This is an optimization exercise on Yosys and OpenROAD, whose aim is small area, a short achievable clock period and few clock cycles, not a production implementation. At most, simulation tests tie the RTL to the original design; equivalence was not proved. Power and IR drop assume default switching activity.

v6:
Design canopy_fec_tx, start of the top module:
module canopy_fec_tx (
    input  wire        clk,
    input  wire        rst,         
    input  wire        start,
    input  wire [30:0] seed,
    input  wire        in_valid,
    output wire        in_ready,
    input  wire [9:0]  in_sym,
    output reg         out_valid,
    input  wire        out_ready,
    output reg  [13:0] out_trits,
    output reg         out_first    
);
Settings: LEC_CHECK=0, ABC_CLOCK_PERIOD_IN_PS=4000, CAP_MARGIN=20, CORE_MARGIN=2, CORE_UTILIZATION=55, CTS_BUF_LIST=sky130_fd_sc_hd__clkbuf_8, CTS_CLUSTER_DIAMETER=50, CTS_CLUSTER_SIZE=14, SLEW_MARGIN=20; clock period 13.0 ns.
run.sh (not shown) runs the stock make flow with config.mk's settings and CLKGATE_MAP_FILE= SYNTH_SCRIPT=/design/flow/synth_recipe.tcl, a recipe that flattens the netlist after the stock synthesis.
Testbench counts of v6, summed over its fixed seeds: cycles 52,368.
Input changes introduced in v7 (baseline for comparison: v6):
diff --git a/flow/design.v b/flow/design.v
--- a/flow/design.v
+++ b/flow/design.v
@@ -602,21 +602,20 @@
             c[6] = p[5] & p[4] & c[4];
             for (k = 0; k < 7; k = k + 1)
                 to_trits[2*k +: 2] = c[k] ? {u[2*k], ~u[2*k+1] & ~u[2*k]} : u[2*k +: 2];
         end
     endfunction
     reg        in_ready_r;
     reg  [9:0] sym_q;           
     reg        v_q;
     reg  [9:0] ccnt;            
     reg        flush;           
-    reg        sof;             
     reg  [3:0] cwi;             
     reg        fpend;           
     reg  [9:0] par [0:15];
     reg [30:0] scr;
     reg [19:0] gw;              
     reg        emp, hi;
     reg  [3:0] ph;              
     reg [10:0] e_q;             
     reg        e_v, e_first;
     assign in_ready = in_ready_r;
@@ -640,25 +639,25 @@
     wire [9:0] s = cw_sym ^ key;
     wire [19:0] win = room ? {gw[9:0], s} : gw;
     wire [10:0] grp = win[ph +: 11];
     wire        have = push_w ? ~emp : hi;   
     wire adv_out = ~out_valid | out_ready;
     wire adv_e   = ~e_v | adv_out;
     wire pop     = adv_e & have;
     wire borrow  = (ph == 4'd0);
     wire hi_next = pop ? (push_w & hi & ~borrow) : (push_w ? ~emp : hi);
     wire emp_next = pop ? (borrow & ~(push_w & hi)) : (emp & ~push_w);
-    wire [9:0] ccnt_b     = wrap ? 10'd0 : ccnt + {9'd0, push_p};
-    wire [9:0] ccnt_b1    = ccnt_b + 10'd1;
-    wire       lt0        = (ccnt_b < 10'd528);
-    wire       lt1        = (ccnt_b < 10'd527);
-    wire       last0      = (ccnt_b == 10'd543);
+    wire [9:0] ccnt_inc   = ccnt + 10'd1;
+    wire [9:0] ccnt_nx    = wrap ? {9'd0, acc} : ((acc | push_p) ? ccnt_inc : ccnt);
+    wire       lt0        = wrap | (~push_p & (ccnt < 10'd528));
+    wire       lt1        = wrap | (~push_p & (ccnt < 10'd527));
+    wire       last0      = ~wrap & (push_p ? (ccnt == 10'd542) : (ccnt == 10'd543));
     wire       flush_next = flush & ~wrap;
     wire       room_np    = push_w ? emp : room;    
     wire       r00 = (lt0 & (~hold | room_np)) | (last0 & (flush_next | room_np));
     wire       r01 = lt0 | last0;                    
     wire       r10 = lt1 & room_np;
     wire       r11 = lt1;
     wire       ready_next = pop ? (acc ? r11 : r01) : (acc ? r10 : r00);
     always @(posedge clk) begin
         if (!hold)
             sym_q <= in_sym;
@@ -673,38 +672,33 @@
             scr <= seed;
         else if (push_w)
             scr <= {scr[20:0], key};
     end
     always @(posedge clk) begin
         if (clr) begin
             in_ready_r <= 1'b0;
             v_q        <= 1'b0;
             ccnt       <= 10'd528;
             flush      <= 1'b1;
-            sof        <= 1'b1;
             cwi        <= 4'd0;
             fpend      <= 1'b0;
             emp        <= 1'b1;
             hi         <= 1'b0;
             ph         <= 4'd9;
         end else begin
             in_ready_r <= ready_next;
             v_q        <= acc | hold;
-            ccnt       <= acc ? ccnt_b1 : ccnt_b;
+            ccnt       <= ccnt_nx;
             flush      <= flush_next;
-            if (push_d)
-                sof <= 1'b0;
-            else if (wrap)
-                sof <= 1'b1;
             if (wrap & ~flush)
                 cwi <= (cwi == 4'd10) ? 4'd0 : cwi + 4'd1;
-            if (push_d & sof & (cwi == 4'd0))
+            if (push_d & (ccnt == 10'd1) & (cwi == 4'd0))
                 fpend <= 1'b1;
             else if (pop)
                 fpend <= 1'b0;
             emp        <= emp_next;
             hi         <= hi_next;
             if (pop)
                 ph <= (ph == 4'd0) ? 4'd9 : ph - 4'd1;
         end
     end
     wire [13:0] trits = to_trits(e_q);
## What came out
- Fraction of area in clock buffers and inverters (higher): v6
- A uppermost layer routed of met4 is what v6 shows, while met5 belongs to v7.
- v7: clock network fraction of design power 1.1 points below v6
- Delta (v7 minus v6): final routed wire length divided by cell count stayed essentially flat; die outline width stayed essentially flat.
- Initial cell density of the core of v7 is on par with v6.
- Area added between synthesis and finish in v7 vs v6: down 0.77 points
- | clock buffer count in the final layout | v7 vs v6 | about 3% lower |
- Overall global routing resource usage delta for v7 relative to v6: 0.26 points lower
- The worst setup path endpoint comes out e_q[10] in one run and e_q[8] in the other, namely in v6 and v7 respectively.
- v7 vs v6: number of cells in the finished layout apart from fillers down
- Looking at v7 and v6, the area taken by flip-flops and latches is a wash.
- Comparing v7 and v6, the lower met3 track utilization from global routing is on v6.
- In the route summary, v7 ends up with a via count below that of v6.
- The overall power in v7 sits about 2.2% below the value recorded for v6.
- Number of ordinary inverters in the final layout for v7 is higher than for v6.
Testbench counts of v7, summed over its fixed seeds: cycles 52,368.

* * *

Another version of the RTL of canopy_fec_tx (not shown whole).
For scale: about 280 flip-flops, roughly 63 I/O pins, about 16000 sq um of cells after synthesis.
clock: 13.0 ns
lec_check: 0
abc_clock_period_in_ps: 4000
cap_margin: 20
core_margin: 2
core_utilization: 55
cts_buf_list: sky130_fd_sc_hd__clkbuf_8
cts_cluster_diameter: 50
cts_cluster_size: 14
slew_margin: 20
standard.sh (not shown) runs the stock make flow with config.mk's settings and CLKGATE_MAP_FILE= SYNTH_SCRIPT=/design/flow/synth_recipe.tcl, a recipe that flattens the netlist after the stock synthesis.
==> flow/flow/run.sh <==
#!/bin/bash
# Own layout flow: the standard synthesis and layout, with
# - the timing repair asked to keep a setup margin, so that paths end up
#   well below the 13 ns clock period the layout is constrained and signed
#   off at;
# - the port buffers made of the smallest buffer (timing repair resizes the
#   ones on critical paths);
# - clock tree synthesis without dummy load cells.
set -euo pipefail
bash standard.sh synth > synth.log 2>&1
bash standard.sh finish SETUP_SLACK_MARGIN=9.3 \
    "BUFFER_PORTS_ARGS=-buffer_cell sky130_fd_sc_hd__buf_1" \
    "CTS_ARGS=-sink_clustering_enable -repair_clock_nets -buf_list sky130_fd_sc_hd__clkbuf_8 -sink_clustering_size 14 -sink_clustering_max_diameter 50 -dont_use_dummy_load" \
    > layout.log 2>&1
Then changed:
--- a/flow/design.v
+++ b/flow/design.v
@@ -612,20 +612,18 @@
     reg        sof;             
     reg  [3:0] cwi;             
     reg        fpend;           
     reg  [9:0] par [0:15];
     reg [30:0] scr;
     reg [19:0] gw;              
-    reg  [4:0] d;               
+    reg        emp, hi;
     reg  [3:0] ph;              
-    reg [10:0] e_q;             
-    reg        e_v, e_first;
     assign in_ready = in_ready_r;
     wire clr       = rst | start;
     wire acc       = in_valid & in_ready_r;    
-    wire room      = (d <= 5'd9) | (d == 5'd31);
+    wire room      = emp | ~hi;            
     wire hold      = v_q & ~room;
     wire push_d    = v_q & room;
     wire par_phase = (ccnt[9:4] == 6'b100001) & ~v_q;
     wire push_p    = par_phase & (flush | room);
     wire push_w    = push_d | (push_p & ~flush);
     wire wrap      = push_p & (ccnt[3:0] == 4'hf);
@@ -637,30 +635,29 @@
     always @(*)
         for (b = 0; b < 10; b = b + 1)
             key[9-b] = scr[30-b] ^ scr[27-b];
     wire [9:0] s = cw_sym ^ key;
     wire [19:0] win = room ? {gw[9:0], s} : gw;
     wire [10:0] grp = win[ph +: 11];
-    wire        have = push_w ? (d != 5'd31) : ((d >= 5'd10) & (d != 5'd31));
+    wire        have = push_w ? ~emp : hi;   
     wire adv_out = ~out_valid | out_ready;
-    wire adv_e   = ~e_v | adv_out;
-    wire pop     = adv_e & have;
-    wire [4:0] d_pw   = d + (push_w ? 5'd10 : 5'd0);
-    wire [4:0] d_next = pop ? d_pw - 5'd11 : d_pw;
+    wire pop     = adv_out & have;
+    wire borrow  = (ph == 4'd0);
+    wire hi_next = pop ? (push_w & hi & ~borrow) : (push_w ? ~emp : hi);
+    wire emp_next = pop ? (borrow & ~(push_w & hi)) : (emp & ~push_w);
     wire [9:0] ccnt_b     = wrap ? 10'd0 : ccnt + {9'd0, push_p};
     wire [9:0] ccnt_b1    = ccnt_b + 10'd1;
     wire       lt0        = (ccnt_b < 10'd528);
     wire       lt1        = (ccnt_b < 10'd527);
     wire       last0      = (ccnt_b == 10'd543);
     wire       flush_next = flush & ~wrap;
-    wire       room_np    = (d_pw <= 5'd9) | (d_pw == 5'd31);
-    wire       room_p     = (d_pw <= 5'd20) | (d_pw == 5'd31);
+    wire       room_np    = push_w ? emp : room;    
     wire       r00 = (lt0 & (~hold | room_np)) | (last0 & (flush_next | room_np));
-    wire       r01 = (lt0 & (~hold | room_p))  | (last0 & (flush_next | room_p));
+    wire       r01 = lt0 | last0;                    
     wire       r10 = lt1 & room_np;
-    wire       r11 = lt1 & room_p;
+    wire       r11 = lt1;
     wire       ready_next = pop ? (acc ? r11 : r01) : (acc ? r10 : r00);
     always @(posedge clk) begin
         if (!hold)
             sym_q <= in_sym;
         if (push_d | push_p) begin
             par[0] <= prod[9:0];
@@ -680,13 +677,14 @@
             v_q        <= 1'b0;
             ccnt       <= 10'd528;
             flush      <= 1'b1;
             sof        <= 1'b1;
             cwi        <= 4'd0;
             fpend      <= 1'b0;
-            d          <= 5'd31;
+            emp        <= 1'b1;
+            hi         <= 1'b0;
             ph         <= 4'd9;
         end else begin
             in_ready_r <= ready_next;
             v_q        <= acc | hold;
             ccnt       <= acc ? ccnt_b1 : ccnt_b;
             flush      <= flush_next;
@@ -697,30 +695,25 @@
             if (wrap & ~flush)
                 cwi <= (cwi == 4'd10) ? 4'd0 : cwi + 4'd1;
             if (push_d & sof & (cwi == 4'd0))
                 fpend <= 1'b1;
             else if (pop)
                 fpend <= 1'b0;
-            d          <= d_next;
+            emp        <= emp_next;
+            hi         <= hi_next;
             if (pop)
                 ph <= (ph == 4'd0) ? 4'd9 : ph - 4'd1;
         end
     end
-    wire [13:0] trits = to_trits(e_q);
+    wire [13:0] trits = to_trits(grp);
     always @(posedge clk) begin
         if (clr) begin
-            e_v       <= 1'b0;
             out_valid <= 1'b0;
         end else begin
-            if (adv_e) begin
-                e_v     <= have;
-                e_q     <= grp;
-                e_first <= fpend;
-            end
             if (adv_out) begin
-                out_valid <= e_v;
+                out_valid <= have;
                 out_trits <= trits;
-                out_first <= e_first;
+                out_first <= fpend;
             end
         end
     end
 endmodule
Result:
- The changed run completed with no timing, DRC or antenna violations
- setup slack is worse by 1.4 ns
- clock power went down by 11%
- design area went up by 2.6%
- global-route usage went up by 3.5 points
- non-clock buffer count went up by 42
No functional check of the RTL was part of any run of this note.

* * *

canopy_fec_tx with an RTL version that a note above also has.
For scale: roughly 1300 cells after synthesis, roughly 280 flip-flops, roughly 0.015 sq mm of cells after synthesis.
Settings: LEC_CHECK=0, ABC_CLOCK_PERIOD_IN_PS=4000, CAP_MARGIN=20, CORE_MARGIN=2, CORE_UTILIZATION=55, CTS_BUF_LIST=sky130_fd_sc_hd__clkbuf_8, CTS_CLUSTER_DIAMETER=50, CTS_CLUSTER_SIZE=14, SLEW_MARGIN=20; clock period 13.0 ns.
Scripts as last shown in full above: flow/flow/run.sh
Testbench counts at the start, summed over its fixed seeds: cycles 52,368.
Change:
--- a/flow/design.v
+++ b/flow/design.v
@@ -623,20 +623,20 @@
     wire clr       = rst | start;
     wire acc       = in_valid & in_ready_r;    
     wire room      = emp | ~hi;            
     wire hold      = v_q & ~room;
     wire push_d    = v_q & room;
     wire par_phase = (ccnt[9:4] == 6'b100001) & ~v_q;
     wire push_p    = par_phase & (flush | room);
     wire push_w    = push_d | (push_p & ~flush);
     wire wrap      = push_p & (ccnt[3:0] == 4'hf);
-    wire [9:0]   fb     = v_q ? (sym_q ^ par[15]) : 10'd0;
     wire [9:0]   cw_sym = v_q ? sym_q : par[15];
+    wire [9:0]   fb     = cw_sym ^ par[15];     
     wire [159:0] prod   = rs_prod(fb);
     reg  [9:0] key;
     integer b;
     always @(*)
         for (b = 0; b < 10; b = b + 1)
             key[9-b] = scr[30-b] ^ scr[27-b];
     wire [9:0] s = cw_sym ^ key;
     wire [19:0] win = room ? {gw[9:0], s} : gw;
     wire [10:0] grp = win[ph +: 11];
The changed run went through all stages and came out clean. Register-to-register slack is better by 0.02 ns. Wire length is lower by 1.9%. Via count falls by 0.55%. Critical path depth does not change. Hold slack improved by 0.012 ns. Utilization falls by 0.30 points. Clock power is lower by about 3%. First-iteration DRC count is higher by 8.9%. Global-route usage fell by 0.29 points. Design area goes down by 0.48%. Worst setup slack gets better by 0.026 ns. Die area rises by 0.37%.
Testbench counts after the change, summed over its fixed seeds: cycles 52,368.

* * *

## main
canopy_fec_tx with an RTL version that a note above also has.
For scale: ~1300 cells after synthesis, roughly 270 flip-flops, about 15000 µm² of cells after synthesis.
==> flow/config.mk <==
export PLATFORM = sky130hd
export DESIGN_NAME = canopy_fec_tx
export DESIGN_NICKNAME = canopy_fec_tx
export VERILOG_FILES = /design/flow/design.v
export SDC_FILE = /design/flow/constraint.sdc
export NUM_CORES = 4
export LEC_CHECK = 0
export ABC_CLOCK_PERIOD_IN_PS = 4000
export CAP_MARGIN = 20
export CORE_MARGIN = 2
export CORE_UTILIZATION = 55
export CTS_BUF_LIST = sky130_fd_sc_hd__clkbuf_8
export CTS_CLUSTER_DIAMETER = 50
export CTS_CLUSTER_SIZE = 14
export SLEW_MARGIN = 20
==> flow/constraint.sdc <==
create_clock -name core_clock -period 13.0 [get_ports {clk}]
set_input_delay 2.6000 -clock core_clock [delete_from_list [all_inputs] [get_ports {clk}]]
set_output_delay 2.6000 -clock core_clock [all_outputs]
set_load 0.01 [all_outputs]
Scripts as last shown in full above: flow/flow/run.sh
Testbench counts of main, summed over its fixed seeds: cycles 52,368.
Changes in the feature branch relative to main:
--- a/flow/design.v
+++ b/flow/design.v
@@ -640,23 +640,23 @@
     wire [19:0] win = room ? {gw[9:0], s} : gw;
     wire [10:0] grp = win[ph +: 11];
     wire        have = push_w ? ~emp : hi;   
     wire adv_out = ~out_valid | out_ready;
     wire adv_e   = ~e_v | adv_out;
     wire pop     = adv_e & have;
     wire borrow  = (ph == 4'd0);
     wire hi_next = pop ? (push_w & hi & ~borrow) : (push_w ? ~emp : hi);
     wire emp_next = pop ? (borrow & ~(push_w & hi)) : (emp & ~push_w);
-    wire [9:0] ccnt_inc   = ccnt + 10'd1;
-    wire [9:0] ccnt_nx    = wrap ? {9'd0, acc} : ((acc | push_p) ? ccnt_inc : ccnt);
-    wire       lt0        = wrap | (~push_p & (ccnt < 10'd528));
-    wire       lt1        = wrap | (~push_p & (ccnt < 10'd527));
-    wire       last0      = ~wrap & (push_p ? (ccnt == 10'd542) : (ccnt == 10'd543));
+    wire [9:0] ccnt_b     = wrap ? 10'd0 : ccnt + {9'd0, push_p};
+    wire [9:0] ccnt_b1    = ccnt_b + 10'd1;
+    wire       lt0        = (ccnt_b < 10'd528);
+    wire       lt1        = (ccnt_b < 10'd527);
+    wire       last0      = (ccnt_b == 10'd543);
     wire       flush_next = flush & ~wrap;
     wire       room_np    = push_w ? emp : room;    
     wire       r00 = (lt0 & (~hold | room_np)) | (last0 & (flush_next | room_np));
     wire       r01 = lt0 | last0;                    
     wire       r10 = lt1 & room_np;
     wire       r11 = lt1;
     wire       ready_next = pop ? (acc ? r11 : r01) : (acc ? r10 : r00);
     always @(posedge clk) begin
         if (!hold)
@@ -681,19 +681,19 @@
             flush      <= 1'b1;
             cwi        <= 4'd0;
             fpend      <= 1'b0;
             emp        <= 1'b1;
             hi         <= 1'b0;
             ph         <= 4'd9;
         end else begin
             in_ready_r <= ready_next;
             v_q        <= acc | hold;
-            ccnt       <= ccnt_nx;
+            ccnt       <= acc ? ccnt_b1 : ccnt_b;
             flush      <= flush_next;
             if (wrap & ~flush)
                 cwi <= (cwi == 4'd10) ? 4'd0 : cwi + 4'd1;
             if (push_d & (ccnt == 10'd1) & (cwi == 4'd0))
                 fpend <= 1'b1;
             else if (pop)
                 fpend <= 1'b0;
             emp        <= emp_next;
             hi         <= hi_next;
## What came out
The routed wire length number comes out lower for main vs the feature branch.
Of the feature branch and main, the run reporting the higher synthesized area was the feature branch.
Changes observed in the feature branch relative to main: setup slack went up by 0.044 ns; number of stages on the worst setup path shows no meaningful change; number of filler cells placed in the layout climbed 0.82%; number of global-route vias before repair up 0.64%; cell-internal power increased by about 2.6% relative to the old numbers.
In the feature branch the worst slack on hold paths turned out 0.011 ns lower than in main.
Testbench counts of the feature branch, summed over its fixed seeds: cycles 52,368.

## separate check: timing with driven ports
The results above use ideal ports. As a check the final layouts listed here were re-extracted and re-timed, cells and wires unchanged. Step 1 sets driving cells, clkbuf_16 on the clock port and buf_2 on the other inputs (assumed; they add their load-dependent delay and slew). Step 2 times the ports against the registers' clock, not the clock port: input delays grow and output delays shrink by t, the midpoint of the rising clock arrivals with the driver on. Slacks: ideal / step 1 / step 2; pairs: ideal / step 1.
run	t (ns)	setup slack, ns	worst setup path after step 2
v6	0.570	8.669 / 8.694 / 8.124	input to register
v7	0.579	8.767 / 8.793 / 8.214	input to register
the first run of note 2	0.555	9.371 / 9.327 / 8.866	input to register
the second run of note 2	0.627	8.007 / 8.007 / 8.007	register to register
the first run of note 3	0.561	9.323 / 9.277 / 8.919	input to register
the second run of note 3	0.561	9.349 / 9.299 / 8.891	input to register
main	0.623	9.277 / 9.227 / 8.827	input to register
the feature branch	0.559	9.321 / 9.273 / 8.810	input to register
After both steps every run listed still meets setup and hold. The setup slack of v7, which loses most, moves by +0.026 ns with the drivers and by -0.553 ns with both steps.
